This is an optimization exercise on Yosys and OpenROAD, whose aim is small area, a short achievable clock period and few clock cycles per item, not a production implementation.
In this exercise RTL edits were held to simulation tests only and were not proved equivalent to the original.
No activity file was given, so power comes from the tool's default toggle rates.

==> flow/config.mk <==
export PLATFORM = sky130hd
export DESIGN_NAME = exact_sum
export DESIGN_NICKNAME = exact_sum
export VERILOG_FILES = /design/flow/design.v
export SDC_FILE = /design/flow/constraint.sdc
export NUM_CORES = 8
export LEC_CHECK = 0
export CAP_MARGIN = 20
export CORE_MARGIN = 2
export CORE_UTILIZATION = 40
export SLEW_MARGIN = 20
==> flow/constraint.sdc <==
create_clock -name core_clock -period 15.0 [get_ports {clk}]
set_input_delay 3.0000 -clock core_clock [delete_from_list [all_inputs] [get_ports {clk}]]
set_output_delay 3.0000 -clock core_clock [all_outputs]
set_load 0.01 [all_outputs]
==> flow/design.v <==
module exact_sum (
    input  wire        clk,
    input  wire        rst,
    input  wire        in_valid,
    output wire        in_ready,
    input  wire [31:0] in_data,
    input  wire [1:0]  in_dtype,
    input  wire        in_last,
    output wire        out_valid,
    input  wire        out_ready,
    output wire [31:0] out_data
);
    integer i;
    reg        rdy;
    reg        r0_v;
    reg        r0_s;        
    reg [4:0]  r0_q;        
    reg [2:0]  r0_r;        
    reg        r0_h;        
    reg [22:0] r0_f;        
    reg        r0_skip;     
    reg        r0_nan, r0_inf;
    reg [1:0]  r0_t;
    reg        r0_l;
    assign in_ready = rdy_o;
    wire take = in_valid & rdy;
    wire        i16  = (in_dtype == 2'd2);
    wire        ib16 = (in_dtype == 2'd1);
    wire [7:0]  ie32 = in_data[30:23];
    wire [7:0]  ie16b = in_data[14:7];
    wire [4:0]  ie16 = in_data[14:10];
    wire        iz32 = (ie32 == 8'd0), iz16b = (ie16b == 8'd0), iz16 = (ie16 == 5'd0);
    wire [7:0]  is32 = iz32 ? 8'd0 : ie32 - 8'd1;
    wire [7:0]  is16b = iz16b ? 8'd0 : ie16b - 8'd1;
    wire [4:0]  is16 = iz16 ? 5'd0 : ie16 - 5'd1;
    wire [22:0] i_f  = i16 ? {in_data[9:0], 13'd0} : ib16 ? {in_data[6:0], 16'd0} : in_data[22:0];
    wire        fz32 = (in_data[22:0] == 23'd0), fz16b = (in_data[6:0] == 7'd0), fz16 = (in_data[9:0] == 10'd0);
    wire        em32 = (ie32 == 8'hff), em16b = (ie16b == 8'hff), em16 = (ie16 == 5'h1f);
    wire        sk32 = em32 | (iz32 & fz32), sk16b = em16b | (iz16b & fz16b), sk16 = em16 | (iz16 & fz16);
    wire        na32 = em32 & !fz32, na16b = em16b & !fz16b, na16 = em16 & !fz16;
    wire        in32 = em32 & fz32, in16b = em16b & fz16b, in16 = em16 & fz16;
    wire        i_ez = i16 ? iz16 : ib16 ? iz16b : iz32;
    always @(posedge clk) begin
        if (rdy) begin
            r0_s    <= (i16 || ib16) ? in_data[15] : in_data[31];
            r0_q    <= i16 ? 5'd14 + {3'd0, is16[4:3]} : ib16 ? is16b[7:3] : is32[7:3];
            r0_r    <= i16 ? is16[2:0] : ib16 ? is16b[2:0] : is32[2:0];
            r0_h    <= !i_ez;
            r0_f    <= i_f;
            r0_skip <= i16 ? sk16 : ib16 ? sk16b : sk32;
            r0_nan  <= i16 ? na16 : ib16 ? na16b : na32;
            r0_inf  <= i16 ? in16 : ib16 ? in16b : in32;
            r0_t    <= in_dtype;
            r0_l    <= in_last;
        end
    end
    wire        c_sgn  = r0_s;
    wire        c_nan  = r0_nan;
    wire        c_inf  = r0_inf;
    wire        c_skip = r0_skip;
    wire [23:0] c_m    = {r0_h, r0_f};
    wire [4:0]  c_q    = r0_q;
    wire [2:0]  c_r    = r0_r;
    wire        c_neg  = c_sgn & !c_skip;
    reg  [23:0] c_lo;
    always @(*) begin
        c_lo[0] = 1'b0;
        for (i = 1; i < 24; i = i + 1)
            c_lo[i] = c_lo[i-1] | c_m[i-1];
    end
    wire [24:0] c_v   = {c_neg, c_m ^ ({24{c_neg}} & c_lo)};
    wire [31:0] c_E   = {{7{c_v[24]}}, c_v} << c_r;
    reg        f_open;       
    reg        f_wempty;     
    reg        f_slow;       
    reg [4:0]  f_base;       
    reg [5:0]  f_cnt;        
    wire [5:0] c_df     = {1'b0, c_q} - {1'b0, f_base};
    wire       c_first  = !f_open;
    wire       c_wempty = c_first | f_wempty;
    wire       c_inrng  = !c_df[5] && (c_df[4:0] <= 5'd2) && (f_cnt != 6'd63);
    wire       c_spill  = !c_skip && !c_wempty && !c_inrng;
    wire       c_rebase = !c_skip && (c_wempty || !c_inrng);
    wire       c_q0     = (c_q == 5'd0);
    wire [4:0] c_qm1    = c_q0 ? 5'd0 : c_q - 5'd1;
    wire [4:0] c_base   = c_rebase ? c_qm1 : f_base;
    wire [1:0] c_o      = c_rebase ? {1'b0, !c_q0} : c_df[1:0];
    wire [5:0] c_cnt    = c_rebase ? 6'd1 : c_first ? 6'd0 : (f_cnt + {5'd0, !c_skip});
    wire       c_slow   = (!c_first & f_slow) | c_spill;
    reg        a_v;
    reg [31:0] a_e;
    reg        a_skip;
    reg [1:0]  a_o;
    reg        a_clr, a_first, a_spill, a_last, a_slowlast;
    reg [4:0]  a_base;
    reg [1:0]  a_dt;
    reg        a_nan, a_pinf, a_ninf;
    localparam [2:0] RS_IDLE = 3'd0, RS_GCLR = 3'd1, RS_SPILL = 3'd2,
                     RS_FSPILL = 3'd3, RS_SCAN = 3'd4, RS_CAP = 3'd5;
    reg [2:0]   rs;
    reg         rs_act;
    reg [5:0]   pos;
    reg [303:0] ring;
    reg         rc;
    reg         sfin_req;       
    wire pos0  = (pos == 6'd0);
    wire pos37 = (pos == 6'd37);
    wire act   = (rs != RS_IDLE) && (rs_act || pos0);
    wire rdone = act && pos37;
    reg [55:0] W;
    reg [4:0]  W_base;
    reg [1:0]  set_dt;
    reg        s_nan, s_pinf, s_ninf;
    reg        cap_fast;
    reg        acons;           
    wire [55:0] a_es = {{24{a_e[31]}}, a_e};
    reg  [2:0]  wsel;           
    reg         wclr;           
    wire [55:0] addend = ({56{wsel[0]}} & a_es) | ({56{wsel[1]}} & {a_es[47:0], 8'd0}) |
                         ({56{wsel[2]}} & {a_es[39:0], 16'd0});
    wire        cap_slow;
    wire [55:0] rwin;
    wire [55:0] wsum;
    sk_add #(.N(56)) u_wadd (.a(wclr ? 56'd0 : W), .b(addend), .s(wsum));
    wire [55:0] W_nx   = cap_slow ? rwin : wsum;
    reg  [1:0] pcnt;                  
    reg  o_v;
    reg  rdy_o, o_vo;                 
    wire out_take = o_v & out_ready;
    wire adv0       = r0_v && (!a_v || acons);
    wire spill_done = (rs == RS_SPILL) && rdone;
    wire fin_start  = acons && a_last && a_slowlast;
    reg [2:0] rs_nx;
    always @(*) begin
        rs_nx = rs;
        case (rs)
            RS_GCLR:   if (rdone) rs_nx = RS_IDLE;
            RS_IDLE:   if (sfin_req) rs_nx = RS_FSPILL;
                       else if (a_v && a_spill) rs_nx = RS_SPILL;
            RS_SPILL:  if (rdone) rs_nx = RS_IDLE;
            RS_FSPILL: if (rdone) rs_nx = RS_SCAN;
            RS_SCAN:   if (rdone) rs_nx = RS_CAP;
            RS_CAP:    if (rdone) rs_nx = RS_IDLE;
            default:   rs_nx = RS_IDLE;
        endcase
    end
    wire r0v_nx     = take || (r0_v && !adv0);
    wire av_nx      = adv0 || (a_v && !acons);
    wire aspill_nx  = adv0 ? c_spill : (a_spill && !spill_done);
    wire aslowl_nx  = adv0 ? (r0_l && c_slow) : a_slowlast;
    wire alast_nx   = adv0 ? r0_l : a_last;
    wire [1:0] pcnt_nx = pcnt + {1'b0, acons && a_last} - {1'b0, out_take};
    wire pinc       = acons && a_last;
    wire full_nt    = pcnt[1] || (pcnt[0] && pinc);           
    wire full_t     = pcnt[1] && pinc;                        
    wire acons_b    = av_nx && !aspill_nx &&
                      (((rs_nx == RS_IDLE) && !fin_start) ||
                       ((rs_nx == RS_GCLR) && !aslowl_nx));
    wire acons_0    = acons_b && !(alast_nx && full_nt);
    wire acons_1    = acons_b && !(alast_nx && full_t);
    wire acons_nx   = out_take ? acons_1 : acons_0;
    wire r0_hold    = r0_v && !adv0;
    wire rdy_t0     = !av_nx || acons_0;                       
    wire rdy_t1     = !av_nx || acons_1;
    wire rdy_n0     = !r0_hold || rdy_t0;                      
    wire rdy_n1     = !r0_hold || rdy_t1;
    wire rdy_nx     = take ? (out_take ? rdy_t1 : rdy_t0) : (out_take ? rdy_n1 : rdy_n0);
    wire [1:0] ao_nx    = adv0 ? c_o : a_o;
    wire       askip_nx = adv0 ? c_skip : a_skip;
    wire       aclr_nx  = adv0 ? c_first : (spill_done || a_clr);
    always @(posedge clk) begin
        if (rst) begin
            rdy      <= 1'b1;
            r0_v     <= 1'b0;
            pcnt     <= 2'd0;
            rdy_o    <= 1'b1;
            acons    <= 1'b0;
            sfin_req <= 1'b0;
        end else begin
            rdy      <= rdy_nx;
            r0_v     <= r0v_nx;
            pcnt     <= pcnt_nx;
            rdy_o    <= in_valid && rdy ? (out_take ? rdy_t1 : rdy_t0) : (out_take ? rdy_n1 : rdy_n0);
            acons    <= acons_nx;
            sfin_req <= fin_start;
        end
        wsel[0] <= !rst && acons_nx && !askip_nx && (ao_nx == 2'd0);
        wsel[1] <= !rst && acons_nx && !askip_nx && (ao_nx == 2'd1);
        wsel[2] <= !rst && acons_nx && !askip_nx && (ao_nx == 2'd2);
        wclr    <= !rst && acons_nx && aclr_nx;
    end
    always @(posedge clk) begin
        if (rst) begin
            f_open   <= 1'b0;
            f_wempty <= 1'b1;
            f_slow   <= 1'b0;
            f_cnt    <= 6'd0;
            a_v      <= 1'b0;
        end else begin
            if (adv0) begin
                f_open   <= !r0_l;
                f_wempty <= c_wempty & c_skip;
                f_slow   <= c_slow;
                f_base   <= c_base;
                f_cnt    <= c_cnt;
            end
            a_v <= av_nx;
        end
        if (adv0) begin
            a_e        <= c_E;
            a_skip     <= c_skip;
            a_o        <= c_o;
            a_clr      <= c_first;
            a_first    <= c_first;
            a_spill    <= c_spill;
            a_last     <= r0_l;
            a_slowlast <= r0_l && c_slow;
            a_base     <= c_base;
            a_dt       <= r0_t;
            a_nan      <= c_nan;
            a_pinf     <= c_inf & !c_sgn;
            a_ninf     <= c_inf & c_sgn;
        end else if (spill_done) begin
            a_spill <= 1'b0;
            a_clr   <= 1'b1;
        end
    end
    reg        w_ovr;       
    reg        w_bz;
    reg [5:0]  bwin;
    reg        ssign, bzacc;
    always @(posedge clk) begin
        W <= W_nx;
        if (cap_slow) begin
            W_base <= bwin[4:0];
            w_bz   <= !pos0 && bzacc;
        end
        if (rst)           w_ovr <= 1'b0;
        else if (cap_slow) w_ovr <= 1'b1;
        else if (acons)    w_ovr <= 1'b0;
        if (acons) begin
            W_base <= a_base;
            set_dt <= a_dt;
            s_nan  <= (!a_first & s_nan)  | a_nan;
            s_pinf <= (!a_first & s_pinf) | a_pinf;
            s_ninf <= (!a_first & s_ninf) | a_ninf;
        end
        if (rst) cap_fast <= 1'b0;
        else     cap_fast <= (acons && a_last && !a_slowlast) || cap_slow;
    end
    wire [5:0] pos_nx    = pos37 ? 6'd0 : pos + 6'd1;
    wire       rs_act_nx = act && !pos37;
    wire       act_nx    = (rs_nx != RS_IDLE) && (rs_act_nx || (pos_nx == 6'd0));
    reg  [6:0] rel;           
    wire       spilling = act && ((rs == RS_SPILL) || (rs == RS_FSPILL));
    reg  [7:0] nwdig;
    always @(*) begin
        case (rel[2:0])
            3'd0:    nwdig = W[7:0];
            3'd1:    nwdig = W[15:8];
            3'd2:    nwdig = W[23:16];
            3'd3:    nwdig = W[31:24];
            3'd4:    nwdig = W[39:32];
            3'd5:    nwdig = W[47:40];
            3'd6:    nwdig = W[55:48];
            default: nwdig = {8{W[55]}};
        endcase
    end
    wire [7:0] addd = (!spilling || rel[6]) ? 8'd0 : (rel <= 7'd6) ? nwdig : {8{W[55]}};
    wire [7:0] din      = ring[303:296];
    wire [8:0] sum9     = {1'b0, din} + {1'b0, addd} + {8'd0, spilling && !pos0 && rc};
    wire       zero_wr  = act && ((rs == RS_GCLR) || (rs == RS_CAP));
    wire [7:0] rg0      = zero_wr ? 8'd0 : sum9[7:0];
    reg  [5:0] hz, ho;
    wire       scanning = act && (rs == RS_SCAN);
    wire       capping  = act && (rs == RS_CAP);
    wire       dnz = (din != 8'd0);
    wire       dno = (din != 8'hff);
    wire [5:0] hz_f = dnz ? pos : (pos0 ? 6'd0 : hz);
    wire [5:0] ho_f = dno ? pos : (pos0 ? 6'd0 : ho);
    wire [5:0] kk   = din[7] ? ho_f : hz_f;
    assign     cap_slow = capping && (pos == bwin);
    always @(posedge clk) begin
        ring     <= {ring[295:0], rg0};
        rc       <= sum9[8];
        rel      <= {1'b0, pos_nx} - {2'b0, W_base};
        if (scanning) begin
            hz <= hz_f;
            ho <= ho_f;
            if (pos37) begin
                ssign <= din[7];
                bwin  <= (kk < 6'd5) ? 6'd0 : kk - 6'd5;
            end
        end
        if (capping)
            bzacc <= (pos0 ? 1'b0 : bzacc) | (dnz && (pos < bwin));
        if (rst) begin
            rs     <= RS_GCLR;
            rs_act <= 1'b0;
            pos    <= 6'd0;
        end else begin
            rs     <= rs_nx;
            rs_act <= rs_act_nx;
            pos    <= pos_nx;
        end
    end
    assign rwin = {{8{ssign}}, ring[263:256], ring[271:264], ring[279:272],
                   ring[287:280], ring[295:288], ring[303:296]};
    wire        sg  = W[55];
    wire        bz  = w_ovr & w_bz;
    wire [55:0] U   = W ^ {{24{W[55]}}, {16{W[54]}}, {16{W[53]}}};
    reg [4:0] pm;     
    reg [6:0] k0;     
    reg [7:0] kp;     
    reg [4:0] toff;   
    always @(*) begin
        case (set_dt)
            2'd1:    begin pm = 5'd7;  k0 = 7'd16;  kp = 8'd23;  toff = 5'd17; end
            2'd2:    begin pm = 5'd10; k0 = 7'd125; kp = 8'd135; toff = 5'd14; end
            default: begin pm = 5'd23; k0 = 7'd0;   kp = 8'd23;  toff = 5'd1;  end
        endcase
    end
    wire signed [9:0] base8 = {2'd0, W_base, 3'd0};
    wire signed [9:0] dlim  = {2'd0, kp} - base8;             
    reg  [6:0] dnzv;
    reg  [2:0] dpos [0:6];
    reg  [6:0] dsub;
    reg  [6:0] dt_n [0:6];
    reg  signed [9:0] dval;
    always @(*) begin
        for (i = 0; i < 7; i = i + 1) begin
            dnzv[i] = (U[8*i +: 8] != 8'd0);
            dpos[i] = U[8*i+7] ? 3'd7 : U[8*i+6] ? 3'd6 : U[8*i+5] ? 3'd5 :
                      U[8*i+4] ? 3'd4 : U[8*i+3] ? 3'd3 : U[8*i+2] ? 3'd2 :
                      U[8*i+1] ? 3'd1 : 3'd0;
            dval    = {4'd0, i[2:0], dpos[i]};
            dsub[i] = (dval < dlim);
            dt_n[i] = {1'b0, i[2:0], dpos[i]} + {2'd0, toff};
        end
    end
    reg [2:0] ld;
    always @(*) begin
        ld = dnzv[6] ? 3'd6 : dnzv[5] ? 3'd5 : dnzv[4] ? 3'd4 : dnzv[3] ? 3'd3 :
             dnzv[2] ? 3'd2 : dnzv[1] ? 3'd1 : 3'd0;
    end
    wire              uz    = (dnzv == 7'd0);
    wire [5:0]        lw    = {ld, dpos[ld]};
    wire              sub   = uz ? !dlim[9] : dsub[ld];
    wire signed [9:0] tsub  = {3'd0, k0} + 10'sd24 - base8;
    wire [6:0]        tnorm = uz ? 7'd23 - {2'd0, pm} : dt_n[ld];
    wire [6:0]        tt    = !sub ? tnorm : (tsub > 10'sd81) ? 7'd81 : tsub[6:0];
    reg         p1_v;
    reg [55:0]  p1_w;
    reg         p1_sg, p1_bz, p1_rz, p1_sub;
    reg [6:0]   p1_t;
    reg [6:0]   p1_lx;
    reg [4:0]   p1_b;
    reg [1:0]   p1_dt;
    reg         p1_nan, p1_pinf, p1_ninf;
    always @(posedge clk) begin
        if (rst) p1_v <= 1'b0;
        else     p1_v <= cap_fast;
        p1_w    <= W;
        p1_sg   <= sg;
        p1_bz   <= bz;
        p1_rz   <= !sg && uz && !bz;
        p1_sub  <= sub;
        p1_t    <= tt;
        p1_lx   <= uz ? 7'h7f : {1'b0, lw};
        p1_b    <= W_base;
        p1_dt   <= set_dt;
        p1_nan  <= s_nan;
        p1_pinf <= s_pinf;
        p1_ninf <= s_ninf;
    end
    wire [80:0] x0  = {p1_w, 25'd0};
    wire [80:0] x1  = p1_t[6] ? {{64{p1_sg}}, x0[80:64]} : x0;
    wire        s1  = p1_t[6] & (x0[63:0] != 64'd0);
    wire [80:0] x2  = p1_t[5] ? {{32{p1_sg}}, x1[80:32]} : x1;
    wire        s2  = p1_t[5] & (x1[31:0] != 32'd0);
    wire [80:0] x3  = p1_t[4] ? {{16{p1_sg}}, x2[80:16]} : x2;
    wire        s3  = p1_t[4] & (x2[15:0] != 16'd0);
    wire [80:0] x4  = p1_t[3] ? {{8{p1_sg}}, x3[80:8]} : x3;
    wire        s4  = p1_t[3] & (x3[7:0] != 8'd0);
    wire [80:0] x5  = p1_t[2] ? {{4{p1_sg}}, x4[80:4]} : x4;
    wire        s5  = p1_t[2] & (x4[3:0] != 4'd0);
    wire [80:0] x6  = p1_t[1] ? {{2{p1_sg}}, x5[80:2]} : x5;
    wire        s6  = p1_t[1] & (x5[1:0] != 2'd0);
    wire [80:0] x7f = p1_t[0] ? {p1_sg, x6[80:1]} : x6;
    wire        s7  = p1_t[0] & x6[0];
    wire [24:0] x7  = x7f[24:0];
    wire [24:0] fu   = x7 ^ {25{p1_sg}};
    wire        g0   = fu[0];
    wire [23:0] kept = fu[24:1];
    wire        ls   = !p1_bz && !(s1 | s2 | s3 | s4 | s5 | s6 | s7);
    wire        lg   = ls && !x7[0];
    wire        rinc = p1_sg ? (lg || ((g0 ^ ls) && (!ls || kept[0])))
                             : (g0 && (!ls || kept[0]));
    reg [7:0] q_kp;
    reg [7:0] q_emax;
    always @(*) begin
        case (p1_dt)
            2'd2:    begin q_kp = 8'd135; q_emax = 8'd31;  end
            default: begin q_kp = 8'd23;  q_emax = 8'd255; end
        endcase
    end
    wire signed [10:0] rexp = p1_sub ? 11'sd0 :
                              {3'd0, p1_b, 3'd0} + {{4{p1_lx[6]}}, p1_lx} - {3'd0, q_kp};
    wire signed [10:0] emx = {3'd0, q_emax};
    reg         p2_v;
    reg [23:0]  p2_k;
    reg         p2_inc, p2_sg, p2_rz;
    reg [7:0]   p2_e;
    reg         p2_ge0, p2_ge1, p2_ge2;
    reg [1:0]   p2_dt;
    reg         p2_nan, p2_pinf, p2_ninf;
    wire p2_blk = p2_v && o_v && !out_ready;
    always @(posedge clk) begin
        if (rst)          p2_v <= 1'b0;
        else if (!p2_blk) p2_v <= p1_v;
    end
    always @(posedge clk) if (!p2_blk) begin
        p2_k    <= kept;
        p2_inc  <= rinc;
        p2_sg   <= p1_sg;
        p2_rz   <= p1_rz;
        p2_e    <= rexp[7:0];
        p2_ge0  <= (rexp >= emx);
        p2_ge1  <= (rexp >= emx - 11'sd1);
        p2_ge2  <= (rexp >= emx - 11'sd2);
        p2_dt   <= p1_dt;
        p2_nan  <= p1_nan;
        p2_pinf <= p1_pinf;
        p2_ninf <= p1_ninf;
    end
    wire [24:0] m1 = {1'b0, p2_k} + {24'd0, p2_inc};
    reg  [1:0]  mhi;     
    always @(*) begin
        case (p2_dt)
            2'd1:    mhi = m1[8:7];
            2'd2:    mhi = m1[11:10];
            default: mhi = m1[24:23];
        endcase
    end
    wire [7:0] ef  = (mhi == 2'd0) ? p2_e : (mhi == 2'd1) ? p2_e + 8'd1 : p2_e + 8'd2;
    wire       ovf = (mhi == 2'd0) ? p2_ge0 : (mhi == 2'd1) ? p2_ge1 : p2_ge2;
    reg [31:0] result;
    always @(*) begin
        case (p2_dt)
            2'd1: begin
                if (p2_nan || (p2_pinf && p2_ninf)) result = 32'h0000_7FC0;
                else if (p2_pinf)                  result = 32'h0000_7F80;
                else if (p2_ninf)                  result = 32'h0000_FF80;
                else if (p2_rz)                    result = 32'h0000_0000;
                else if (ovf)                      result = {16'd0, p2_sg, 15'h7F80};
                else                               result = {16'd0, p2_sg, ef[7:0], m1[6:0]};
            end
            2'd2: begin
                if (p2_nan || (p2_pinf && p2_ninf)) result = 32'h0000_7E00;
                else if (p2_pinf)                  result = 32'h0000_7C00;
                else if (p2_ninf)                  result = 32'h0000_FC00;
                else if (p2_rz)                    result = 32'h0000_0000;
                else if (ovf)                      result = {16'd0, p2_sg, 15'h7C00};
                else                               result = {16'd0, p2_sg, ef[4:0], m1[9:0]};
            end
            default: begin
                if (p2_nan || (p2_pinf && p2_ninf)) result = 32'h7FC0_0000;
                else if (p2_pinf)                  result = 32'h7F80_0000;
                else if (p2_ninf)                  result = 32'hFF80_0000;
                else if (p2_rz)                    result = 32'h0000_0000;
                else if (ovf)                      result = {p2_sg, 31'h7F80_0000};
                else                               result = {p2_sg, ef[7:0], m1[22:0]};
            end
        endcase
    end
    reg [31:0] o_d;
    always @(posedge clk) begin
        if (rst) begin
            o_v  <= 1'b0;
            o_vo <= 1'b0;
        end else begin
            o_v  <= p2_v || (o_v && !out_ready);
            o_vo <= !(!p2_v && !(o_vo && !out_ready));
        end
        if (p2_v && (!o_v || out_ready)) o_d <= result;
    end
    assign out_valid = o_vo;
    assign out_data  = o_d;
endmodule
module sk_add #(parameter N = 56) (
    input  wire [N-1:0] a,
    input  wire [N-1:0] b,
    output wire [N-1:0] s
);
    localparam L = 6;    
    reg [N-1:0] g [0:L];
    reg [N-1:0] p [0:L];
    integer l, i, j;
    always @(*) begin
        g[0] = a & b;
        p[0] = a ^ b;
        for (l = 0; l < L; l = l + 1) begin
            for (i = 0; i < N; i = i + 1) begin
                if ((i >> l) & 1) begin
                    j = ((i >> l) << l) - 1;
                    g[l+1][i] = g[l][i] | (p[l][i] & g[l][j]);
                    p[l+1][i] = p[l][i] & p[l][j];
                end else begin
                    g[l+1][i] = g[l][i];
                    p[l+1][i] = p[l][i];
                end
            end
        end
    end
    assign s = p[0] ^ {g[L][N-2:0], 1'b0};
endmodule
==> flow/flow/run.sh <==
#!/bin/bash
# Standard synthesis, then the standard layout steps with repair_timing asked
# for a larger setup margin (the SDC, period and IO constraints are unchanged).
set -e
bash standard.sh synth > synth.log 2>&1
bash standard.sh SETUP_SLACK_MARGIN=11 finish > layout.log 2>&1
==> flow/standard.sh <==
#!/bin/bash
# synth_recipe.tcl (not shown) runs the flow's synth.tcl, then flattens the netlist and writes it again
# the make line also repeats each setting of config.mk as NAME=value (left out here)
make -C /OpenROAD-flow-scripts/flow DESIGN_CONFIG=/design/flow/config.mk WORK_HOME=/design/flow/orfs CLKGATE_MAP_FILE= SYNTH_SCRIPT=/design/flow/synth_recipe.tcl "${@:-finish}"
==> flow_metrics.py, run 1 <==
metrics = {
    "outcome": {
        "status": "complete, no violations",
    },
    "clock_network": {
        "clk_path_buf_depth": 3,
        "htree_levels": 3,
        "cts_tree": "built",
        "cts_made_buffers": 73,
        "clk_latency_ns": 0.64,
        "clock-sinks": 687,
        "root_buffer": "clkbuf_16",
        "clk_pin_slew_ns": 0.06,
        "cts.hold.buffers_added": 0,
    },
    "timing": {
        "max-slew-margin-rel": 0.398,
        "finalSetupViolCount": 0,
        "fin_crit_sh": 0.282,
        "rsz0062_at_grt": "yes",
        "fin_tns_setup_ns": 0,
        "drv_slew": 0,
        "finalClockSkew_ns": 0.0554,
        "hold_violations": 0,
        "worst_pin_slew_ns": 0.902,
        "fmax_mhz": 237,
        "hold_ws_ns": 0.308,
        "min_period_ns": 4.22,
    },
    "worst_setup_path": {
        "r2r_end": "p1_t[4]",
        "reg2reg_from": "W[55]",
        "rrSetupSlack_ns": 11.11,
        "crit_path_end_kind": "primary output",
        "critPathLaunchType": "register",
        "worst-path-max-fanout": 2,
        "r2r_cells": 19,
        "critPathRequiredTime_ns": 12.00,
        "cp_data_arrival_time_ns": 1.22,
        "crit_type": "register to primary output",
    },
    "layout": {
        "layout-drive-gt1-share": 0.129,
        "mostFrequentLayoutCells": "dfxtp_1 (475), nand2_1 (283), nor2_1 (246), a21oi_1 (198), edfxtp_1 (195)",
        "diodes": 0,
        "nFillCells": 7651,
        "area_growth_pct": 14.8,
        "final_common_cell": "dfxtp_1",
        "nNetsFinal": 3518,
    },
    "die": {
        "fp.dieH_um": 289,
        "die_w_um": 289,
        "start_util": 0.404,
        "dieArea_mm2": 0.0834,
        "top_level_ports": 73,
        "placement_rows": 104,
        "core_mm2": 0.0804,
    },
    "min_path": {
        "hold_class": "register to register",
        "worstHoldPathCells": 0,
        "hp-start": "ring[148]",
        "whs_endpoint": "ring[156]",
    },
    "global_route": {
        "grt_pass1_wl_um": 125000,
        "gr-total-overflow": 0,
        "top_usage_layer": "met2",
        "met3_usage": 0.0267,
        "grt_usage": 0.188,
        "grt_pass1_vias": 22646,
        "grt_use_met2": 0.309,
        "antenna_found_initial": 1,
        "grt_use_met1": 0.260,
        "grt_max_degree": 57,
    },
    "synthesis": {
        "ys.flop_type": "dfxtp_1",
        "netlist.area_leader.share": 0.303,
        "ys_seq_elements": 687,
        "yosysWarnings": 6,
        "ys_types": 103,
        "synth_edf_count": 195,
        "avgSynthCellArea_um2": 9.93,
        "syn_inst": 3269,
        "async_reset_ff_frac": 0,
        "synth_area_leaders": "dfxtp_1 (30%), edfxtp_1 (18%), ha_1 (5.6%), mux2i_1 (3.7%), nand2_1 (3.3%)",
        "seq_area_frac_synth": 0.484,
        "syn_area_mm2": 0.0325,
        "synth.largest_area_cell": "dfxtp_1",
        "synth_nets": 3467,
    },
    "power": {
        "ir_drop_mv": 0.0845,
        "leakagePower_nw": 15.3,
        "p_per_area_mw_per_mm2": 183,
    },
    "placement": {
        "port_buffers": 72,
        "gp_congestion": 0.884,
        "dp_hpwl_um": 57300,
    },
    "drt": {
        "drc": 0,
        "routed_via_density": 5.45,
        "vias": 24181,
        "drtAntennaViolNets": 0,
        "wl_per_cell_um": 18.1,
        "dr.first_iter.drc_count": 2012,
        "dr.pass1.iters": 6,
        "wl_um": 80200,
    },
    "run": {
        "drv_cap": 0,
    },
}
-- area by class of cell --
cell class / count / area, um^2 / area share
repair buffers: 141 / 1180 / 0.0316
well taps: 1060 / 1330 / 0.0356
flip-flops and latches: 687 / 15700 / 0.422
inverters: 147 / 572 / 0.0153
clock buffers: 92 / 1980 / 0.0531
clock inverters: 40 / 503 / 0.0135
multi-input cells: 2270 / 16000 / 0.429
-- stage by stage --
step,utilization,worst slack [ns],cells,power [mW],instance area [um^2]
floorplan,-,10.40,3269,4.28,32600
global placement,0.425,9.70,4264,4.92,34200
detailed placement,0.425,9.67,4264,4.93,34200
CTS,0.458,10.73,4412,6.80,36800
global route,0.463,10.74,4437,7.23,37300
finish,0.463,10.78,4437,6.82,37300
-- worst max-delay path, cell delays in order (launching register included) --
cell and delay [ns]:
dfxtp_4 0.35, buf_12 0.13, buf_6 0.11
-- registers in the layout, summed over array words and instances (netlist names), 8 cells and up --
name,count
p2_e,8
p1_w,56
r0_f,23
o_d,32
a_e,32
p2_k,24
W,56
ring,304
-- Yosys cell counts, types with 27 or more instances --
master	n
a21o_1	43
a211oi_1	33
nor4_1	27
o211ai_1	28
xor2_1	74
nand3_1	70
clkbuf_1	124
o21ai_0	180
a21oi_1	204
xnor2_1	68
o31ai_1	27
inv_1	139
and2_1	46
nor2_1	248
o22ai_1	35
edfxtp_1	195
mux2i_1	120
nand2_1	289
nor2b_1	90
nand2b_1	34
nor3_1	57
a22o_1	34
dfxtp_1	492
mux2_2	59
ha_1	144
-- per-layer routing --
metal	part of all wire	up-vias
met5	0	-
met4	0.022	0
met3	0.049	113
met2	0.47	589
met1	0.46	11607
li1	-	11872
-- worst max-delay path by stage --
stage | startpoint | depth (start not counted) | endpoint
final | rdy | 2 | in_ready
after global routing | in_data[2] | 9 | r0_skip
after CTS | in_data[1] | 8 | r0_nan
after detailed placement | in_data[2] | 8 | r0_nan
after global placement | in_data[2] | 8 | r0_nan
after floorplan | in_data[6] | 7 | r0_nan
-- power by group --
part	switching [mW]	internal, mW	total, mW
Clock	0.758	1.08	1.83
Sequential	0.391	2.23	2.62
Combinational	1.33	1.04	2.37
Total	2.48	4.34	6.82
-- logic make-up (layout without fill, tap and decap cells) --
kind of cell,Yosys count,after routing,share of synthesized area
AND/OR/NAND/NOR,979,979,0.147
AO/OA/AOI/OAI,795,795,0.161
flip-flops,687,687,0.484
buffers and inverters,312,420,0.0374
multiplexers,195,195,0.0673
adder cells (fa/ha/maj),159,159,0.0648
XOR/XNOR,142,142,0.0383
-- repair_timing --
item / in CTS / in global routing
pin swaps: 15 / 29
gates resized for setup: 215 / 80
hold endpoints to repair: 0 / 0
endpoints found under the setup margin: 116 / 82
buffers inserted: 14 / 24
gates cloned: 2 / 1
Testbench counts, summed over its fixed seeds: cycles 32,739, items 32,678.
==> inputs of run 2 (changes only) <==
==> flow/flow/run.sh (replaced) <==
#!/bin/bash
# Standard synthesis, then the standard layout steps with repair_timing asked
# for a larger setup margin (the SDC, period and IO constraints are unchanged)
# and a smaller clock buffer for the clock tree.
set -e
bash standard.sh synth > synth.log 2>&1
bash standard.sh SETUP_SLACK_MARGIN=11 CTS_BUF_LIST=sky130_fd_sc_hd__clkbuf_8 finish > layout.log 2>&1
==> run 2 against run 1 <==
Compared with the run above:
- worst setup slack worse by 0.11 ns
- final cell count up 1.6%
- clock skew up 0.025 ns
- first-iteration DRC count up 6.2%
- core utilization up 0.29 points
- sequential cell count unchanged
- routed wire length up 0.54%
- count of clock-buffer cells in the layout up 46
- largest cell class unchanged
- critical path depth unchanged
- clock power up 4%
- largest power group unchanged
- still clean
- die area unchanged
==> flow_metrics.py, run 2 <==
metrics = {
    "outcome": {
        "status": "complete, no violations",
    },
    "drt": {
        "dr.pass1.iters": 6,
        "wl_per_cell_um": 17.9,
        "drtAntennaViolNets": 0,
        "routed_via_density": 5.39,
        "dr.first_iter.drc_count": 2136,
        "drc": 0,
        "vias": 24303,
        "wl_um": 80600,
    },
    "die": {
        "dieArea_mm2": 0.0834,
        "die_w_um": 289,
        "start_util": 0.404,
        "core_mm2": 0.0804,
        "fp.dieH_um": 289,
        "top_level_ports": 73,
        "placement_rows": 104,
    },
    "placement": {
        "dp_hpwl_um": 57300,
        "gp_congestion": 0.884,
        "place_inst": 4264,
        "port_buffers": 72,
    },
    "timing": {
        "min_period_ns": 4.34,
        "finalClockSkew_ns": 0.0809,
        "fmax_mhz": 231,
        "hold_violations": 0,
        "rsz0062_at_grt": "yes",
        "max-slew-margin-rel": 0.402,
        "fin_crit_sh": 0.289,
        "drv_slew": 0,
        "finalSetupViolCount": 0,
        "fin_tns_setup_ns": 0,
        "worst_pin_slew_ns": 0.896,
    },
    "clock_network": {
        "clk_path_buf_depth": 3,
        "clk_latency_ns": 0.78,
        "cts_made_buffers": 110,
        "htree_levels": 3,
        "clock-sinks": 687,
        "cts_tree": "built",
        "cts.hold.buffers_added": 0,
        "clk_pin_slew_ns": 0.06,
        "root_buffer": "clkbuf_8",
    },
    "worst_setup_path": {
        "cp_data_arrival_time_ns": 1.34,
        "max_stage_delay_ns": 0.36,
        "crit_chain": "buf_12 -> buf_6",
        "r2r_cells": 15,
        "crit_type": "register to primary output",
        "critPathLaunchType": "register",
        "critical_path_depth": 2,
        "worst-path-max-fanout": 2,
        "critPathRequiredTime_ns": 12.00,
        "crit_path_end_kind": "primary output",
        "critPathBufInv": 2,
        "cpLargestDelayFamily": "flip-flops",
        "crit_slowest_cell": "dfxtp_4",
        "rrSetupSlack_ns": 11.20,
    },
    "run": {
        "drv_cap": 0,
    },
    "layout": {
        "largest_register_ffs": 304,
        "fin_cells": 4508,
        "largestRegisters": "ring: 304 flops, W: 56 flops, p1_w: 56 flops",
        "mostFrequentLayoutCells": "dfxtp_1 (478), nand2_1 (284), nor2_1 (246), a21oi_1 (197), edfxtp_1 (195)",
        "final_common_cell": "dfxtp_1",
        "layout-drive-gt1-share": 0.141,
        "area_growth_pct": 15.6,
        "regMostFlops": "ring",
        "nNetsFinal": 3548,
    },
    "min_path": {
        "worstHoldPathCells": 0,
        "hold_class": "register to register",
    },
    "synthesis": {
        "async_reset_ff_frac": 0,
        "synth.largest_area_cell": "dfxtp_1",
        "synth_edf_count": 195,
        "ys.flop_type": "dfxtp_1",
        "ys_seq_elements": 687,
        "netlist_top_cells_count": "dfxtp_1 (492), nand2_1 (289), nor2_1 (248)",
        "yosysWarnings": 6,
        "synth_nets": 3467,
        "synth.most_common_cell": "dfxtp_1",
        "avgSynthCellArea_um2": 9.93,
        "netlist.area_leader.share": 0.303,
        "seq_area_frac_synth": 0.484,
        "ys_types": 103,
        "synth_area_leaders": "dfxtp_1 (30%), edfxtp_1 (18%), ha_1 (5.6%), mux2i_1 (3.7%), nand2_1 (3.3%)",
        "syn_area_mm2": 0.0325,
        "syn_inst": 3269,
    },
    "global_route": {
        "grt_use_met1": 0.259,
        "gr-total-overflow": 0,
        "grt_pass1_wl_um": 125000,
        "met3_usage": 0.0277,
        "grt_pass1_vias": 22992,
        "grt_usage": 0.189,
        "grt_use_met2": 0.308,
        "top_usage_layer": "met2",
        "antenna_found_initial": 1,
        "grt_max_degree": 57,
    },
    "power": {
        "ir_drop_mv": 0.0841,
        "p_per_area_mw_per_mm2": 184,
        "total_power_mw": 6.89,
        "leakagePower_nw": 15.6,
    },
}
==> run 2: cell types whose count changed in the layout (fill, tap and decap cells not counted), moves of 4 or more <==
cell	before	now
clkbuf_1	11	0
inv_1	134	156
dlygate4sd2_1	9	4
dlymetal6s2s_1	7	11
clkinv_2	13	17
inv_6	6	2
clkbuf_8	8	138
buf_4	60	55
clkbuf_16	74	1
bufinv_16	7	16
==> run 2: logic make-up (layout without fill, tap and decap cells) <==
group,after synthesis,count (layout),share of synthesized area
adder cells (fa/ha/maj),159,159,0.0648
buffers and inverters,312,489,0.0374
AND/OR/NAND/NOR,979,979,0.147
multiplexers,195,195,0.0673
XOR/XNOR,142,142,0.0383
other,0,2,0
flip-flops,687,687,0.484
AO/OA/AOI/OAI,795,795,0.161
==> run 2: final timing paths <==
kind                                start   endpoint
worst min-delay path            ring[169]  ring[177]
worst max-delay path                  rdy   in_ready
worst min register to register  ring[169]  ring[177]
worst max register to register    wsel[0]      W[50]
==> run 2: cell type report <==
| class | count | area (um^2) |
|---|---|---|
| Timing Repair Buffer | 134 | 1150 |
| Inverter | 147 | 572 |
| Fill cell | 7668 | 42900 |
| Tap cell | 1060 | 1330 |
| Clock inverter | 70 | 845 |
| Antenna cell | 2 | 5.00 |
| Multi-Input combinational cell | 2270 | 16000 |
| Clock buffer | 138 | 1900 |
| Sequential cell | 687 | 15700 |
==> run 2: routing by layer <==
metal,vias up,part of all wire
li1,11955,-
met1,11539,0.46
met2,666,0.47
met3,143,0.053
met4,0,0.026
met5,-,0
==> run 2: power breakdown <==
group	total (mW)	internal, mW	switching (mW)
clock	1.91	1.13	0.787
sequential	2.62	2.23	0.395
combinational	2.35	1.03	1.32
total	6.89	4.39	2.50
==> run 2: per-stage QoR <==
| stage | hold WS [ns] | util | area (um^2) | setup slack (ns) |
|---|---|---|---|---|
| 2_1_floorplan | 0.310 | - | 32600 | 10.40 |
| 3_3_place_gp | 0.310 | 0.425 | 34200 | 9.70 |
| 3_5_place_dp | 0.312 | 0.425 | 34200 | 9.67 |
| 4_1_cts | 0.245 | 0.461 | 37100 | 10.61 |
| 5_1_grt | 0.268 | 0.466 | 37500 | 10.61 |
| 6_report | 0.258 | 0.466 | 37500 | 10.66 |
==> run 2: worst register-to-register path: stages, from the launching register on <==
cell       delay [ns]
dfxtp_4          0.40
buf_12           0.16
and2_1           0.19
ha_1             0.15
inv_1            0.05
fa_2             0.35
nor2b_2          0.15
o2111ai_2        0.19
a21oi_2          0.28
o2111ai_4        0.17
a2111oi_4        0.52
o21ai_2          0.16
o31ai_4          0.26
a31o_4           0.20
a21oi_1          0.06
or3_1            0.36
==> run 2: repair_timing <==
action | in CTS | in global routing
buffers inserted | 11 | 20
gates resized for setup | 203 | 74
gates cloned | 2 | 1
setup endpoints to repair | 79 | 74
pin swaps | 13 | 28
==> inputs of run 3 (changes only) <==
==> flow/flow/run.sh (replaced) <==
#!/bin/bash
# Standard synthesis, then the standard layout steps with repair_timing asked
# for a larger setup margin (the SDC, period and IO constraints are unchanged)
# and a smaller clock buffer for the clock tree.
set -e
bash standard.sh synth > synth.log 2>&1
bash standard.sh SETUP_SLACK_MARGIN=11 CTS_BUF_LIST=sky130_fd_sc_hd__clkbuf_4 finish > layout.log 2>&1
==> run 3 against run 2 <==
Compared with the run above:
- die area stayed put
- core utilization is 0.77 points lower
- first-iteration DRC count is 4.8% lower
- critical endpoint unchanged
==> flow_metrics.py, run 3 <==
metrics = {
    "timing": {
        "max-slew-margin-rel": 0.406,
        "fmax_mhz": 217,
        "setup_ws_ns": 10.40,
        "fin_crit_sh": 0.307,
        "fin_tns_setup_ns": 0,
        "worst_pin_slew_ns": 0.891,
        "finalSetupViolCount": 0,
        "min_period_ns": 4.60,
        "drv_slew": 0,
        "hold_violations": 0,
        "finalClockSkew_ns": 0.105,
        "rsz0062_at_grt": "yes",
    },
    "die": {
        "core_mm2": 0.0804,
        "start_util": 0.404,
        "top_level_ports": 73,
        "fp.dieH_um": 289,
        "placement_rows": 104,
        "die_w_um": 289,
        "dieArea_mm2": 0.0834,
    },
    "global_route": {
        "grt_pass1_wl_um": 126000,
        "met3_usage": 0.0348,
        "grt_usage": 0.191,
        "grt_max_degree": 57,
        "grt_use_met1": 0.258,
        "top_usage_layer": "met2",
        "grt_pass1_vias": 23410,
        "grt_use_met2": 0.307,
        "antenna_found_initial": 3,
        "gr-total-overflow": 0,
    },
    "worst_setup_path": {
        "max_stage_delay_ns": 0.36,
        "critPathLaunchType": "register",
        "critPathRequiredTime_ns": 12.00,
        "crit_slowest_cell": "dfxtp_4",
        "crit_type": "register to primary output",
        "worst-path-max-fanout": 2,
        "crit_chain": "buf_12 -> buf_6",
        "crit_path_end_kind": "primary output",
        "cp_data_arrival_time_ns": 1.60,
    },
    "synthesis": {
        "synthAdderAreaFrac": 0.0648,
        "async_reset_ff_frac": 0,
        "synth_compound_area_frac": 0.161,
        "ys_types": 103,
        "syn_inst": 3269,
        "synth_top_family_by_area": "compound AO/OA/AOI/OAI gates",
        "synth.most_common_cell": "dfxtp_1",
        "ys.flop_type": "dfxtp_1",
        "synth.largest_area_cell": "dfxtp_1",
        "ys_seq_elements": 687,
        "synthMuxAreaShare": 0.0673,
        "syn_area_mm2": 0.0325,
        "synth-simple-area-share": 0.147,
        "synth_edf_count": 195,
        "netlist_top_cells_count": "dfxtp_1 (492), nand2_1 (289), nor2_1 (248)",
        "avgSynthCellArea_um2": 9.93,
        "synth_area_leaders": "dfxtp_1 (30%), edfxtp_1 (18%), ha_1 (5.6%), mux2i_1 (3.7%), nand2_1 (3.3%)",
        "yosysWarnings": 6,
        "synth_xor_area_frac": 0.0383,
        "netlist.area_leader.share": 0.303,
        "seq_area_frac_synth": 0.484,
        "synth_nets": 3467,
    },
    "drt": {
        "drc": 0,
        "routed_via_density": 5.35,
        "dr.pass1.iters": 6,
        "dr.first_iter.drc_count": 2034,
        "vias": 24649,
        "drtAntennaViolNets": 0,
        "wl_per_cell_um": 17.5,
        "wl_um": 80500,
    },
    "placement": {
        "place_inst": 4264,
        "port_buffers": 72,
        "dp_hpwl_um": 57300,
        "gp_congestion": 0.884,
        "dpl_worst_slack_ns": 9.67,
    },
    "clock_network": {
        "clk_pin_slew_ns": 0.07,
        "htree_levels": 4,
        "clk_path_buf_depth": 3,
        "clock-sinks": 687,
        "cts.hold.buffers_added": 0,
        "cts_tree": "built",
        "root_buffer": "clkbuf_4",
        "clk_latency_ns": 1.05,
        "cts_made_buffers": 173,
    },
    "layout": {
        "nNetsFinal": 3599,
        "mostFrequentLayoutCells": "dfxtp_1 (476), nand2_1 (285), clkbuf_4 (251), nor2_1 (247), a21oi_1 (200)",
        "final_common_cell": "dfxtp_1",
        "largest_register_ffs": 304,
        "fin_cells": 4606,
        "post-route-util": 0.459,
        "regMostFlops": "ring",
        "layout-drive-gt1-share": 0.155,
        "area_growth_pct": 13.6,
        "largestRegisters": "ring: 304 flops, W: 56 flops, p1_w: 56 flops",
    },
    "power": {
        "leakagePower_nw": 15.3,
        "total_power_mw": 6.57,
        "ir_drop_mv": 0.0785,
        "p_per_area_mw_per_mm2": 178,
    },
    "outcome": {
        "status": "complete, no violations",
    },
    "run": {
        "drv_cap": 0,
    },
    "min_path": {
        "hold_class": "register to register",
    },
}
[run 3: cell counts after synthesis]
No cell type changed its count.
[run 3: routing by layer]
metal  vias to the layer above  wire, um
li1                      12170         -
met1                     11649     37000
met2                       688     37500
met3                       142      4050
met4                         0      1920
met5                         -         0
[run 3: final timing paths]
check | from | end | slack [ns] | cells past startpoint
worst min-delay path | ring[147] | ring[155] | 0.27 | 0
worst min register to register | ring[147] | ring[155] | 0.27 | 0
worst max register to register | wsel[0] | W[50] | 11.17 | 15
worst max-delay path | rdy | in_ready | 10.40 | 2
[run 3: logic make-up (layout without fill, tap and decap cells)]
logic type	Yosys count	in the layout
other	0	6
and+or+nand+nor	979	979
buffers and inverters	312	583
adders and majority gates	159	159
xor gates and xnor gates	142	142
muxes	195	195
DFF	687	687
AOI/OAI and AO/OA	795	795
[run 3: area by class of cell]
type / count / area [um^2]
Fill cell: 7824 / 43500
Multi-Input combinational cell: 2270 / 15900
Sequential cell: 687 / 15700
Clock buffer: 251 / 1880
Tap cell: 1060 / 1330
Timing Repair Buffer: 122 / 1040
Inverter: 147 / 568
Clock inverter: 63 / 412
Antenna cell: 6 / 15.0
[run 3: timing repair]
action	4_1_cts	5_1_grt
gates resized for setup	174	50
setup buffers	7	12
pin swaps	8	18
cloned	2	1
setup endpoints to repair	62	59
[run 3: metrics by stage]
| stage | area, um^2 | hold WS, ns |
|---|---|---|
| floorplan | 32600 | 0.310 |
| global placement | 34200 | 0.310 |
| detailed placement | 34200 | 0.312 |
| CTS | 36600 | 0.266 |
| global route | 36900 | 0.300 |
| finish | 36900 | 0.274 |
[run 3: where the power goes]
part / internal [mW] / switching, mW
combinational: 1.03 / 1.32
sequential: 2.23 / 0.392
clock: 0.811 / 0.785
total: 4.07 / 2.50
[run 3: critical path: cells and delay by family, from the launching register on]
kind	cells	cell delay (ns)
flip-flops	1	0.36
buffers and inverters	2	0.24
==> inputs of run 4 (changes only) <==
==> flow/flow/run.sh (replaced) <==
#!/bin/bash
# Standard synthesis, then the standard layout steps with repair_timing asked
# for a larger setup margin (the SDC, period and IO constraints are unchanged)
# and larger clock sink clusters.
set -e
bash standard.sh synth > synth.log 2>&1
bash standard.sh SETUP_SLACK_MARGIN=11 CTS_CLUSTER_SIZE=30 CTS_CLUSTER_DIAMETER=80 finish > layout.log 2>&1
==> run 4 against run 3 <==
Compared with the run above:
- die area unchanged
- sequential cell count unchanged
- clock skew decreased by 0.064 ns
==> flow_metrics.py, run 4 <==
metrics = {
    "drt": {
        "drtAntennaViolNets": 0,
        "dr.first_iter.drc_count": 2058,
        "wl_um": 79200,
        "routed_via_density": 5.47,
        "drc": 0,
        "vias": 23844,
        "wl_per_cell_um": 18.2,
        "dr.pass1.iters": 6,
    },
    "synthesis": {
        "yosysWarnings": 6,
        "ys_types": 103,
        "syn_inst": 3269,
        "syn_area_mm2": 0.0325,
        "netlist_top_cells_count": "dfxtp_1 (492), nand2_1 (289), nor2_1 (248)",
        "synth.most_common_cell": "dfxtp_1",
        "synth.largest_area_cell": "dfxtp_1",
        "avgSynthCellArea_um2": 9.93,
        "async_reset_ff_frac": 0,
        "synth_area_leaders": "dfxtp_1 (30%), edfxtp_1 (18%), ha_1 (5.6%), mux2i_1 (3.7%), nand2_1 (3.3%)",
        "synth_edf_count": 195,
        "ys.flop_type": "dfxtp_1",
        "ys_seq_elements": 687,
        "netlist.area_leader.share": 0.303,
        "seq_area_frac_synth": 0.484,
        "synth_nets": 3467,
    },
    "run": {
        "drv_cap": 0,
    },
    "worst_setup_path": {
        "max_stage_delay_ns": 0.54,
        "r2r_end": "W[50]",
        "crit_slowest_cell": "or4_4",
        "rrSetupSlack_ns": 11.18,
        "crit_type": "input pin to register",
        "cp-endpoint": "r0_nan",
        "crit_path_end_kind": "register",
        "critPathRequiredTime_ns": 15.35,
        "reg2reg_from": "wsel[0]",
        "cpLargestDelayFamily": "simple AND/OR/NAND/NOR gates",
        "critical_path_depth": 8,
        "worst-path-max-fanout": 3,
        "critPathLaunchType": "input pin",
        "r2r_cells": 15,
        "cp_data_arrival_time_ns": 4.59,
        "critPathBufInv": 1,
        "startpoint": "in_data[2]",
        "crit_chain": "buf_8 -> or4_4 -> nor4_4 -> nand2_2 -> nor3_4 -> nand3_2 -> a21oi_2 -> o22ai_1",
    },
    "die": {
        "dieArea_mm2": 0.0834,
        "placement_rows": 104,
        "top_level_ports": 73,
        "die_w_um": 289,
        "fp.dieH_um": 289,
        "core_mm2": 0.0804,
        "start_util": 0.404,
    },
    "global_route": {
        "grt_max_degree": 57,
        "grt_pass1_vias": 22124,
        "antenna_found_initial": 1,
        "gr-total-overflow": 0,
        "grt_usage": 0.185,
        "grt_pass1_wl_um": 123000,
    },
    "clock_network": {
        "clk_path_buf_depth": 3,
        "clock-sinks": 687,
        "cts_tree": "built",
        "htree_levels": 2,
        "root_buffer": "clkbuf_16",
        "clk_pin_slew_ns": 0.10,
        "cts_made_buffers": 34,
        "clk_latency_ns": 0.61,
        "cts.hold.buffers_added": 0,
    },
    "layout": {
        "final_common_cell": "dfxtp_1",
        "layout-drive-gt1-share": 0.112,
        "nNetsFinal": 3477,
        "regMostFlops": "ring",
        "largestRegisters": "ring: 304 flops, W: 56 flops, p1_w: 56 flops",
        "multi_input_area_mm2": 0.0160,
        "nFillCells": 7778,
        "largest_register_ffs": 304,
        "mostFrequentLayoutCells": "dfxtp_1 (474), nand2_1 (282), nor2_1 (246), a21oi_1 (198), edfxtp_1 (195)",
        "final-seq-area_mm2": 0.0157,
        "area_growth_pct": 10.8,
        "diodes": 0,
    },
    "placement": {
        "gp_congestion": 0.884,
        "dpl_worst_slack_ns": 9.67,
        "port_buffers": 72,
        "dp_hpwl_um": 57300,
    },
    "timing": {
        "fin_crit_sh": 0.282,
        "min_period_ns": 4.23,
        "fmax_mhz": 236,
        "max-slew-margin-rel": 0.401,
        "worst_pin_slew_ns": 0.897,
        "finalClockSkew_ns": 0.0405,
        "drv_slew": 0,
        "hold_violations": 0,
        "fin_tns_setup_ns": 0,
        "finalSetupViolCount": 0,
        "rsz0062_at_grt": "yes",
        "setup_ws_ns": 10.77,
    },
    "outcome": {
        "status": "complete, no violations",
    },
    "power": {
        "leakagePower_nw": 14.7,
        "ir_drop_mv": 0.104,
        "p_per_area_mw_per_mm2": 169,
    },
    "min_path": {
        "hold_class": "register to register",
    },
}
## run 4: per-stage QoR
step	util	cell area (um^2)	hold slack [ns]	power, mW	instances
detailed placement	0.425	34200	0.312	4.93	4264
floorplan	-	32600	0.310	4.28	3269
CTS	0.442	35500	0.326	6.06	4338
finish	0.447	36000	0.327	6.10	4360
global route	0.447	36000	0.329	6.48	4360
global placement	0.425	34200	0.310	4.92	4264
## run 4: worst reg2reg max path: stages, from the launching register on
cell	delay (ns)
dfxtp_4	0.42
buf_12	0.16
and2_1	0.18
ha_1	0.15
inv_1	0.05
fa_1	0.40
nor2b_2	0.16
o2111ai_2	0.17
a21oi_2	0.29
o2111ai_4	0.17
a2111oi_4	0.52
o21ai_2	0.16
o31ai_4	0.25
a31o_4	0.21
a21oi_1	0.06
or3_1	0.36
## run 4: worst min-delay path by stage
stage | startpoint | to | cells past startpoint
floorplan | ring[92] | ring[100] | 0
global placement | ring[170] | ring[178] | 0
detailed placement | ring[4] | ring[12] | 0
CTS | ring[238] | ring[246] | 0
global route | ring[78] | ring[86] | 0
finish | ring[162] | ring[170] | 0
## run 4: final cells by class
class                   count  area share
clock buffers              37      0.0240
multi-input cells        2271       0.445
clock inverters            20     0.00807
well taps                1060      0.0369
repair buffers            138      0.0322
flip-flops and latches    687       0.438
inverters                 147      0.0160
## run 4: cells by family (layout without fill, tap and decap cells)
group                    count (synthesis)  after routing  synth area share
AO/OA/AOI/OAI                          795            795             0.161
XOR/XNOR                               142            142            0.0383
adder cells (fa/ha/maj)                159            159            0.0648
buffers and inverters                  312            342            0.0374
flip-flops                             687            687             0.484
multiplexers                           195            195            0.0673
AND/OR/NAND/NOR                        979            980             0.147
## run 4: report_power, final
group | total [mW] | switching [mW] | internal (mW)
combinational | 2.37 | 1.33 | 1.04
clock | 1.11 | 0.642 | 0.470
sequential | 2.61 | 0.388 | 2.23
total | 6.10 | 2.36 | 3.73
## run 4: what timing repair did
| action | in CTS | in global routing |
|---|---|---|
| setup buffers | 15 | 20 |
| setup endpoints to repair | 116 | 89 |
| pin swaps | 19 | 35 |
| resized for setup | 221 | 82 |
| cloned | 2 | 2 |
## run 4: routing by layer
layer,vias to the layer above,track usage,routed length [um]
li1,11753,-,-
met5,-,0,0
met2,529,0.306,37100
met1,11463,0.261,37200
met4,0,0.0425,1630
met3,99,0.0176,3280
==> inputs of run 5 (changes only) <==
==> flow/flow/run.sh (replaced) <==
#!/bin/bash
# Standard synthesis, then the standard layout steps with repair_timing asked
# for a larger setup margin (the SDC, period and IO constraints are unchanged)
# and clock tree synthesis without dummy loads.
set -e
bash standard.sh synth > synth.log 2>&1
bash standard.sh SETUP_SLACK_MARGIN=11 "CTS_ARGS=-sink_clustering_enable -repair_clock_nets -dont_use_dummy_load" finish > layout.log 2>&1
==> run 5 against run 4 <==
Compared with the run above:
- first-iteration DRC count decreased by 5.2%
- final cell count increased by 0.44%
- sequential share of layout area decreased by 0.80 points
- cell area increased by 1.9%
- largest cell class unchanged
- critical endpoint unchanged
- still clean on timing, DRC and antenna
- combinational power about the same
==> flow_metrics.py, run 5 <==
metrics = {
    "worst_setup_path": {
        "startpoint": "in_data[2]",
        "worst-path-max-fanout": 3,
        "reg2reg_from": "W[38]",
        "rrSetupSlack_ns": 11.07,
        "crit_path_end_kind": "register",
        "r2r_end": "p1_t[4]",
        "cp-endpoint": "r0_nan",
        "critPathLaunchType": "input pin",
        "critPathRequiredTime_ns": 15.35,
        "crit_type": "input pin to register",
        "r2r_cells": 19,
        "cp_data_arrival_time_ns": 4.56,
    },
    "timing": {
        "fin_tns_setup_ns": 0,
        "max-slew-margin-rel": 0.399,
        "rsz0062_at_grt": "yes",
        "finalSetupViolCount": 0,
        "fin_crit_sh": 0.281,
        "hold_violations": 0,
        "fmax_mhz": 237,
        "worst_pin_slew_ns": 0.900,
        "drv_slew": 0,
        "min_period_ns": 4.21,
        "finalClockSkew_ns": 0.0840,
    },
    "power": {
        "p_int_mw": 4.12,
        "p_switching_mw": 2.37,
        "seqPwrFrac": 0.404,
        "p_per_area_mw_per_mm2": 177,
        "swShare": 0.365,
        "pwr-share-clk": 0.230,
        "leakagePower_nw": 15.0,
        "ir_drop_mv": 0.0748,
        "pwr-share-comb": 0.365,
    },
    "clock_network": {
        "clk_pin_slew_ns": 0.06,
        "htree_levels": 3,
        "cts_made_buffers": 73,
        "cts_tree": "built",
        "clk_path_buf_depth": 3,
        "clk_latency_ns": 0.61,
        "clock-sinks": 687,
        "root_buffer": "clkbuf_16",
    },
    "drt": {
        "vias": 23950,
        "dr.pass1.iters": 6,
        "routed-wl-met2_um": 37600,
        "dr.first_iter.drc_count": 1950,
        "wl_per_cell_um": 18.3,
        "drtAntennaViolNets": 0,
        "drc": 0,
        "wl_met3_um": 3590,
        "dr.max_layer_used": "met4",
        "wl_um": 80200,
        "routed_via_density": 5.47,
        "m1WireLength_um": 37000,
    },
    "die": {
        "placement_rows": 104,
        "dieArea_mm2": 0.0834,
        "core_mm2": 0.0804,
        "fp.dieH_um": 289,
        "die_w_um": 289,
        "start_util": 0.404,
        "top_level_ports": 73,
    },
    "synthesis": {
        "syn_inst": 3269,
        "synth.largest_area_cell": "dfxtp_1",
        "avgSynthCellArea_um2": 9.93,
        "syn_area_mm2": 0.0325,
        "synth_area_leaders": "dfxtp_1 (30%), edfxtp_1 (18%), ha_1 (5.6%), mux2i_1 (3.7%), nand2_1 (3.3%)",
        "synth_nets": 3467,
        "yosysWarnings": 6,
        "seq_area_frac_synth": 0.484,
        "async_reset_ff_frac": 0,
        "ys.flop_type": "dfxtp_1",
        "synth_edf_count": 195,
        "netlist.area_leader.share": 0.303,
        "ys_seq_elements": 687,
        "ys_types": 103,
        "netlist_top_cells_count": "dfxtp_1 (492), nand2_1 (289), nor2_1 (248)",
        "synth.most_common_cell": "dfxtp_1",
    },
    "min_path": {
        "hold_class": "register to register",
        "hp-start": "ring[88]",
    },
    "run": {
        "drv_cap": 0,
    },
    "layout": {
        "final_common_cell": "dfxtp_1",
        "regMostFlops": "ring",
        "multi_input_area_mm2": 0.0160,
        "largestRegisters": "ring: 304 flops, W: 56 flops, p1_w: 56 flops",
        "final-seq-area_mm2": 0.0157,
        "layout-drive-gt1-share": 0.117,
        "nFillCells": 7695,
        "design_area_mm2": 0.0366,
        "area_growth_pct": 12.9,
        "nNetsFinal": 3518,
        "largest_register_ffs": 304,
        "mostFrequentLayoutCells": "dfxtp_1 (476), nand2_1 (283), nor2_1 (246), a21oi_1 (199), edfxtp_1 (195)",
    },
    "outcome": {
        "status": "complete, no violations",
    },
    "placement": {
        "gp_congestion": 0.884,
        "dp_hpwl_um": 57300,
        "port_buffers": 72,
        "place_area_mm2": 0.0342,
    },
    "global_route": {
        "grt_usage": 0.188,
        "gr-total-overflow": 0,
        "grt_pass1_wl_um": 125000,
        "grt_pass1_vias": 22608,
        "grt_max_degree": 57,
        "antenna_found_initial": 1,
    },
}
[run 5: worst min path at each step]
stage                 to  slack (ns)  depth (start not counted)
5_1_grt         ring[24]        0.28                          0
4_1_cts         ring[96]        0.28                          0
3_5_place_dp    ring[12]        0.31                          0
3_3_place_gp   ring[178]        0.31                          0
6_report        ring[96]        0.28                          0
2_1_floorplan  ring[100]        0.31                          0
[run 5: cells by family after synthesis]
logic type | share of synthesized area
AO/OA/AOI/OAI | 0.161
adder cells (fa/ha/maj) | 0.0648
AND/OR/NAND/NOR | 0.147
flip-flops | 0.484
XOR/XNOR | 0.0383
buffers and inverters | 0.0374
multiplexers | 0.0673
[run 5: repair_timing]
action,CTS,global route
setup buffers,16,22
gates cloned,2,1
gates resized for setup,221,77
pin swaps,19,28
endpoints found under the setup margin,117,84
hold buffers,0,0
[run 5: area by class of cell]
| type | instances | area share |
|---|---|---|
| Antenna cell | 1 | 0.0000683 |
| Clock buffer | 73 | 0.0499 |
| Inverter | 147 | 0.0157 |
| Multi-Input combinational cell | 2270 | 0.436 |
| Sequential cell | 687 | 0.430 |
| Tap cell | 1060 | 0.0362 |
| Timing Repair Buffer | 141 | 0.0321 |
[run 5: power groups by stage]
stage	sequential [mW]	combinational [mW]	clock (mW)
after global routing	2.65	2.63	1.61
after floorplan	2.43	1.86	0
after detailed placement	2.64	2.28	0
after CTS	2.61	2.32	1.54
after global placement	2.64	2.27	0
final	2.62	2.37	1.49
[run 5: stage by stage]
step                hold WS (ns)  power [mW]   util  setup WS [ns]  std cells
finish                     0.284        6.48  0.456          10.79       4379
detailed placement         0.312        4.93  0.425           9.67       4264
floorplan                  0.310        4.28      -          10.40       3269
global placement           0.310        4.92  0.425           9.70       4264
global route               0.284        6.88  0.456          10.74       4378
CTS                        0.284        6.46  0.450          10.70       4355
[run 5: layer usage]
metal,vias to the layer above,global-route usage
li1,11801,-
met5,-,0
met3,127,0.0232
met2,552,0.310
met4,0,0.0568
met1,11470,0.259
[run 5: worst max-delay path, stage by stage]
cell,delay (ns)
buf_8,0.10
or4_4,0.54
nor4_4,0.26
nand2_2,0.13
nor3_4,0.16
nand3_2,0.14
a21oi_2,0.15
o22ai_1,0.07
==> inputs of run 6 (changes only) <==
==> flow/flow/run.sh (replaced) <==
#!/bin/bash
# Standard synthesis, then the standard layout steps with repair_timing asked
# for a larger setup margin (the SDC, period and IO constraints are unchanged),
# larger clock sink clusters and no dummy clock loads.
set -e
bash standard.sh synth > synth.log 2>&1
bash standard.sh SETUP_SLACK_MARGIN=11 "CTS_ARGS=-sink_clustering_enable -repair_clock_nets -dont_use_dummy_load -sink_clustering_size 30 -sink_clustering_max_diameter 80" finish > layout.log 2>&1
==> run 6 against run 5 <==
Compared with the run above:
- still clean on timing, DRC and antenna
- critical path depth is the same
- die area is the same
- global-route usage shrank 0.39 points
- core utilization shrank 1.2 points
- combinational power is essentially flat
- routed wire length shrank 1.4%
- count of clock-buffer cells in the layout shrank 39
- clock skew grew 0.021 ns
- critical endpoint unchanged
- largest cell class unchanged
- largest power group unchanged
==> flow_metrics.py, run 6 <==
metrics = {
    "synthesis": {
        "synthAdderAreaFrac": 0.0648,
        "ys_seq_elements": 687,
        "synth_edf_count": 195,
        "syn_area_mm2": 0.0325,
        "synth-simple-area-share": 0.147,
        "netlist_top_cells_count": "dfxtp_1 (492), nand2_1 (289), nor2_1 (248)",
        "yosysWarnings": 6,
        "syn_inst": 3269,
        "synthMuxAreaShare": 0.0673,
        "synth_compound_area_frac": 0.161,
        "netlist.area_leader.share": 0.303,
        "synth.most_common_cell": "dfxtp_1",
        "seq_area_frac_synth": 0.484,
        "ys_types": 103,
        "async_reset_ff_frac": 0,
        "ys.flop_type": "dfxtp_1",
        "synth_nets": 3467,
        "synth_top_family_by_area": "compound AO/OA/AOI/OAI gates",
        "avgSynthCellArea_um2": 9.93,
        "synth_area_leaders": "dfxtp_1 (30%), edfxtp_1 (18%), ha_1 (5.6%), mux2i_1 (3.7%), nand2_1 (3.3%)",
        "synth_xor_area_frac": 0.0383,
        "synth.largest_area_cell": "dfxtp_1",
    },
    "layout": {
        "area_growth_pct": 9.92,
        "fin_cells": 4340,
        "final_common_cell": "dfxtp_1",
        "layout-drive-gt1-share": 0.108,
        "nNetsFinal": 3478,
        "largest_register_ffs": 304,
        "regMostFlops": "ring",
        "design_area_mm2": 0.0357,
        "mostFrequentLayoutCells": "dfxtp_1 (474), nand2_1 (283), nor2_1 (246), a21oi_1 (198), edfxtp_1 (195)",
        "post-route-util": 0.444,
        "largestRegisters": "ring: 304 flops, W: 56 flops, p1_w: 56 flops",
    },
    "die": {
        "start_util": 0.404,
        "fp.dieH_um": 289,
        "dieArea_mm2": 0.0834,
        "core_mm2": 0.0804,
        "placement_rows": 104,
        "die_w_um": 289,
        "top_level_ports": 73,
    },
    "timing": {
        "rsz0062_at_grt": "yes",
        "finalSetupViolCount": 0,
        "setup_ws_ns": 10.74,
        "fin_tns_setup_ns": 0,
        "worst_pin_slew_ns": 0.895,
        "finalClockSkew_ns": 0.105,
        "fin_crit_sh": 0.284,
        "hold_violations": 0,
        "drv_slew": 0,
        "fmax_mhz": 235,
        "hold_ws_ns": 0.296,
        "min_period_ns": 4.26,
        "max-slew-margin-rel": 0.403,
    },
    "worst_setup_path": {
        "critPathRequiredTime_ns": 15.31,
        "cpLargestDelayFamily": "simple AND/OR/NAND/NOR gates",
        "critPathLaunchType": "input pin",
        "cp_data_arrival_time_ns": 4.57,
        "crit_slowest_cell": "or4_4",
        "critPathBufInv": 1,
        "crit_path_end_kind": "register",
        "crit_type": "input pin to register",
        "worst-path-max-fanout": 3,
        "max_stage_delay_ns": 0.54,
        "crit_chain": "buf_8 -> or4_4 -> nor4_4 -> nand2_2 -> nor3_4 -> nand3_2 -> a21oi_2 -> o22ai_1",
    },
    "drt": {
        "drtAntennaViolNets": 0,
        "drc": 0,
        "m1WireLength_um": 37100,
        "dr.max_layer_used": "met4",
        "routed_via_density": 5.47,
        "dr.first_iter.drc_count": 1806,
        "wl_per_cell_um": 18.2,
        "wl_met3_um": 3240,
        "wl_um": 79000,
        "vias": 23729,
        "dr.pass1.iters": 7,
        "routed-wl-met2_um": 37000,
    },
    "clock_network": {
        "cts.hold.buffers_added": 0,
        "htree_levels": 2,
        "cts_made_buffers": 34,
        "clk_latency_ns": 0.60,
        "clk_pin_slew_ns": 0.10,
        "cts_tree": "built",
        "clock-sinks": 687,
        "clk_path_buf_depth": 3,
        "root_buffer": "clkbuf_16",
    },
    "placement": {
        "place_inst": 4264,
        "port_buffers": 72,
        "dpl_worst_slack_ns": 9.67,
        "place_area_mm2": 0.0342,
        "gp_congestion": 0.884,
        "dp_hpwl_um": 57300,
    },
    "power": {
        "seqPwrFrac": 0.441,
        "leakagePower_nw": 14.5,
        "pwr-share-clk": 0.161,
        "pwr-share-comb": 0.398,
        "p_switching_mw": 2.27,
        "swShare": 0.382,
        "p_per_area_mw_per_mm2": 166,
        "ir_drop_mv": 0.0956,
        "p_int_mw": 3.67,
        "total_power_mw": 5.94,
    },
    "global_route": {
        "grt_pass1_vias": 22148,
        "grt_max_degree": 57,
        "grt_usage": 0.184,
        "antenna_found_initial": 1,
        "gr-total-overflow": 0,
        "grt_pass1_wl_um": 123000,
    },
    "run": {
        "drv_cap": 0,
    },
    "outcome": {
        "status": "complete, no violations",
    },
    "min_path": {
        "hold_class": "register to register",
    },
}
==> run 6: cell counts after synthesis <==
No cell type changed its count.
==> run 6: repair_timing <==
action | CTS | global route
setup endpoints to repair | 116 | 74
cloned | 2 | 1
gates resized for setup | 222 | 84
pin swaps | 18 | 33
buffers inserted | 16 | 21
==> run 6: path summary, 6_finish.rpt <==
check                                start   endpoint  slack [ns]  depth (start not counted)
worst max register to register       W[55]    p1_t[4]       11.16                         16
worst min-delay path             ring[238]  ring[246]        0.30                          0
worst max-delay path            in_data[2]     r0_nan       10.74                          8
worst min register to register   ring[238]  ring[246]        0.30                          0
==> run 6: power groups by stage <==
stage               Clock, mW  Combinational (mW)  Sequential, mW
detailed placement          0                2.28            2.64
global placement            0                2.27            2.64
global route             1.05                2.63            2.64
finish                  0.956                2.37            2.62
floorplan                   0                1.86            2.43
CTS                     0.997                2.31            2.60
==> run 6: final cells by class <==
cell class / count / area [um^2]
diodes: 2 / 5.00
clock buffers: 34 / 851
fillers: 7797 / 44700
inverters: 147 / 572
multi-input cells: 2270 / 16000
flip-flops and latches: 687 / 15700
well taps: 1060 / 1330
repair buffers: 140 / 1180
==> run 6: logic make-up (layout without fill, tap and decap cells) <==
| family | after synthesis | in the layout |
|---|---|---|
| buffers and inverters | 312 | 321 |
| AOI/OAI and AO/OA | 795 | 795 |
| muxes | 195 | 195 |
| xor gates and xnor gates | 142 | 142 |
| DFF | 687 | 687 |
| adders and majority gates | 159 | 159 |
| other | 0 | 2 |
| and+or+nand+nor | 979 | 979 |
==> run 6: layer usage <==
layer  vias to the layer above  track usage
li1                      11731            -
met1                     11383        0.260
met2                       523        0.307
met3                        92       0.0162
met4                         0       0.0430
met5                         -            0
==> run 6: worst reg2reg max path, cell delays in order (launching register included) <==
cell and delay, ns:
dfxtp_4 0.38, or4_1 0.59, o22ai_4 0.18, nand4_1 0.24
o221ai_4 0.30, buf_6 0.19, nor2_1 0.05, o31ai_2 0.28
o21ai_0 0.14, ha_1 0.35, a21o_1 0.21, a21oi_2 0.16
xor2_1 0.15, nand2_1 0.06, o21ai_1 0.07, a21oi_1 0.07
mux2_4 0.27

Check on run 6: ideal ports give 10.738 ns setup slack; a clkbuf_16 on the clock port and buf_2 on the inputs give 10.745 ns; moving port delays by the midpoint clock arrival (0.617 ns) as well gives 10.142 ns.
